Context: an optimization exercise on an open-source flow, tuned for small area. The choices shown serve that exercise and are no tape-out recipe.
Function was checked by simulation only, so behaviour that the tests miss may differ from the original.

// stitch_decode
module stitch_decode (
    input  wire        clk,
    input  wire        rst,
    input  wire [63:0] cfg_desc_a,
    input  wire [63:0] cfg_desc_b,
    input  wire [23:0] cfg_tcorr,
    input  wire [11:0] cfg_phase,
    input  wire [8:0]  cfg_port,
    input  wire [55:0] frame_start,
    input  wire [28:0] frame_len,
    input  wire        cast_on,
    input  wire        in_valid,
    input  wire [1:0]  in_sync,
    input  wire [63:0] in_payload,
    input  wire [51:0] in_arrival,
    input  wire        in_skip1,
    output wire        out_hit1_valid,
    output wire [63:0] out_hit1_word,
    output wire        out_hit2_valid,
    output wire [63:0] out_hit2_word,
    output reg  [28:0] out_ptime,
    output wire        out_close,
    output wire        out_close_hit2,
    output wire        out_sync_err,
    output wire        out_crc_err,
    output wire        out_unknown,
    output wire [1:0]  out_order,
    output wire [1:0]  out_gap,
    output wire [1:0]  out_badchan,
    output reg         out_desc_invalid
);
Size in the first run: about 4700 cells after synthesis, about 660 flip-flops, about 550 I/O pins.
export LEC_CHECK = 0
export ABC_AREA = 1
export CAP_MARGIN = 20
export CORE_MARGIN = 2
export CORE_UTILIZATION = 50
export CTS_BUF_LIST = sky130_fd_sc_hd__clkbuf_4 sky130_fd_sc_hd__clkbuf_8
export SLEW_MARGIN = 20
create_clock -name core_clock -period 25.0 [get_ports {clk}]
standard.sh (not shown) runs the stock make flow with config.mk's settings and CLKGATE_MAP_FILE= SYNTH_SCRIPT=/design/flow/synth_recipe.tcl, a recipe that flattens the netlist after the stock synthesis.
==> flow/flow/run.sh <==
#!/bin/bash
# The standard layout (standard.sh) with two changes:
#  - synthesis maps the logic with an area-oriented ABC script
#    (flow/abc_synth.tcl wraps synth_recipe.tcl; registers are untouched)
#  - ports are buffered by sky130_fd_sc_hd__buf_1
set -euo pipefail
here=$(pwd)
sed "s#SYNTH_SCRIPT=[^ ]*synth_recipe.tcl#SYNTH_SCRIPT=$here/flow/abc_synth.tcl#" standard.sh > my_standard.sh
grep -q "SYNTH_SCRIPT=$here/flow/abc_synth.tcl" my_standard.sh
export BUFFER_PORTS_ARGS="-buffer_cell sky130_fd_sc_hd__buf_1"
bash my_standard.sh > standard.log 2>&1
==> flow/flow/abc_area_min.script <==
strash; &get -n; &st; &dch; &nf -a; &put; topo; stime -c; buffer -c; upsize -c; dnsize -c
==> flow/flow/abc_synth.tcl <==
# The standard flow's synthesis (synth_recipe.tcl, beside this flow's folder), with ABC
# mapping the logic by the area-oriented script abc_area_min.script
set flow_dir [file dirname [file normalize [info script]]]
proc abc {args} {
  global flow_dir
  set i [lsearch -exact $args -script]
  if { $i >= 0 } { lset args [expr {$i + 1}] $flow_dir/abc_area_min.script }
  yosys abc {*}$args
}
source [file dirname $flow_dir]/synth_recipe.tcl
Then changed:
CAP_MARGIN = 10   (was 20)
CTS_BUF_LIST = sky130_fd_sc_hd__clkbuf_8 sky130_fd_sc_hd__clkbuf_16   (was sky130_fd_sc_hd__clkbuf_4 sky130_fd_sc_hd__clkbuf_8)
CTS_CLUSTER_DIAMETER = 100   (was default)
CTS_CLUSTER_SIZE = 24   (was default)
GPL_TIMING_DRIVEN = 0   (was default)
SLEW_MARGIN = 10   (was 20)
Outcome: The changed run went through all stages and came out clean; synthesized cell count is unchanged; worst setup slack gets worse by 450 ps; cell area came out lower by 1.1%; synthesized area does not change; routed wire length came out higher by 13%; maximum frequency fell by 2.0%; final cell count went up by 1.1%.
Then changed:
CAP_MARGIN = 20   (was 10)
CTS_BUF_LIST = sky130_fd_sc_hd__clkbuf_16   (was sky130_fd_sc_hd__clkbuf_8 sky130_fd_sc_hd__clkbuf_16)
CTS_CLUSTER_SIZE = 28   (was 24)
GPL_TIMING_DRIVEN = default   (was 0)
SLEW_MARGIN = 20   (was 10)
Outcome: Final area decreases slightly; utilization decreases by 0.95 points; synthesized area stays the same.
Then changed:
CTS_BUF_LIST = sky130_fd_sc_hd__clkbuf_8 sky130_fd_sc_hd__clkbuf_16   (was sky130_fd_sc_hd__clkbuf_16)
CTS_CLUSTER_SIZE = 24   (was 28)
Result: Die area is unchanged; critical path depth is unchanged; global-route usage is higher by 0.16 points; wire length rose slightly; design area is about the same.

* * *

## job 826
Another version of the RTL of stitch_decode (not shown whole).
Size in the first run: about 4500 cells after synthesis, ~660 flip-flops, ~42000 um^2 of cells after synthesis.
clock: 25.0 ns
lec_check: 0
abc_area: 1
cap_margin: 20
core_margin: 2
core_utilization: 60
cts_buf_list: sky130_fd_sc_hd__clkbuf_8 sky130_fd_sc_hd__clkbuf_16
cts_cluster_diameter: 100
cts_cluster_size: 24
slew_margin: 20
Scripts as last shown in full above: flow/flow/run.sh, flow/flow/abc_area_min.script, flow/flow/abc_synth.tcl
> inputs changed (job 826 -> job 5641)
# job 826
export LEC_CHECK = 0
export ABC_AREA = 1
export CAP_MARGIN = 20
export CORE_MARGIN = 2
export CORE_UTILIZATION = 60
export CTS_BUF_LIST = sky130_fd_sc_hd__clkbuf_8 sky130_fd_sc_hd__clkbuf_16
export CTS_CLUSTER_DIAMETER = 100
export CTS_CLUSTER_SIZE = 24
export SLEW_MARGIN = 20
create_clock -name core_clock -period 25.0 [get_ports {clk}]
# job 5641
export LEC_CHECK = 0
export ABC_AREA = 1
export CAP_MARGIN = 20
export CORE_MARGIN = 2
export CORE_UTILIZATION = 50
export CTS_BUF_LIST = sky130_fd_sc_hd__clkbuf_8 sky130_fd_sc_hd__clkbuf_16
export CTS_CLUSTER_DIAMETER = 100
export CTS_CLUSTER_SIZE = 24
export PLACE_DENSITY = 0.85
export SLEW_MARGIN = 20
create_clock -name core_clock -period 25.0 [get_ports {clk}]
==> comparison <==
Status: post-route standard cell area excluding fillers parity (job 5641, job 826). Job 5641 vs. job 826: detailed-routing iteration count for the pre-antenna-repair pass dropped 2; total core area climbed about 20%; end-of-flow core utilization dropped 11 points; first-iteration DRC count climbed 146. Cmp job 5641 vs job 826: met2 routing resource usage after global routing lower in job 5641.
Input-level comparison between job 601 and job 5641:
# job 5641
export LEC_CHECK = 0
export ABC_AREA = 1
export CAP_MARGIN = 20
export CORE_MARGIN = 2
export CORE_UTILIZATION = 50
export CTS_BUF_LIST = sky130_fd_sc_hd__clkbuf_8 sky130_fd_sc_hd__clkbuf_16
export CTS_CLUSTER_DIAMETER = 100
export CTS_CLUSTER_SIZE = 24
export PLACE_DENSITY = 0.85
export SLEW_MARGIN = 20
create_clock -name core_clock -period 25.0 [get_ports {clk}]
# job 601
export LEC_CHECK = 0
export ABC_AREA = 1
export CAP_MARGIN = 20
export CORE_MARGIN = 2
export CORE_UTILIZATION = 50
export CTS_BUF_LIST = sky130_fd_sc_hd__clkbuf_8 sky130_fd_sc_hd__clkbuf_16
export CTS_CLUSTER_DIAMETER = 100
export CTS_CLUSTER_SIZE = 24
export SLEW_MARGIN = 20
create_clock -name core_clock -period 25.0 [get_ports {clk}]
- The setup slack of job 601 is larger than that of job 5641.
- Compared with job 5641, job 601 shows a lower total global-route track usage.
- Compared with job 5641, job 601 shows clock-buffer cell count higher by 2.

-- what the ideal ports hide --
The flow's constraints put no driver on any port. The routed layouts listed below were extracted and timed again, unchanged, in two steps. Step 1 (the two cells are an assumption about what drives the block):
set clk [get_ports {clk}]
set_driving_cell -lib_cell sky130_fd_sc_hd__clkbuf_16 $clk
set_driving_cell -lib_cell sky130_fd_sc_hd__buf_2 [delete_from_list [all_inputs] $clk]
Step 2 adds t to the input delays and takes it off the output delays; t is the mean of the earliest and latest rising clock arrival at the registers after step 1. Input paths then give back, and output paths get back, about the clock's delay inside the block. Three values: ideal, step 1, step 2; two values: the first two.
run | shift t [ns] | slack for setup (ns) | hold slack, ns
the first run of note 1 | 0.788 | 3.293 / 3.293 / 3.293 | 0.300 / 0.300 / 0.300
the second run of note 1 | 0.659 | 2.844 / 2.844 / 2.844 | 0.317 / 0.317 / 0.317
the third run of note 1 | 0.703 | 3.274 / 3.274 / 3.274 | 0.318 / 0.318 / 0.318
the fourth run of note 1 | 0.645 | 3.291 / 3.291 / 3.291 | 0.317 / 0.317 / 0.317
job 826 | 0.643 | 4.873 / 4.873 / 4.612 | 0.326 / 0.326 / 0.326
job 5641 | 0.654 | 4.635 / 4.635 / 4.634 | 0.323 / 0.323 / 0.323
job 601 | 0.647 | 5.269 / 5.269 / 5.084 | 0.328 / 0.328 / 0.328
After both steps setup and hold are still met in every run listed. For job 826, which loses most, drivers alone change the setup slack by 0.000 ns; drivers and shift together by -0.261 ns.
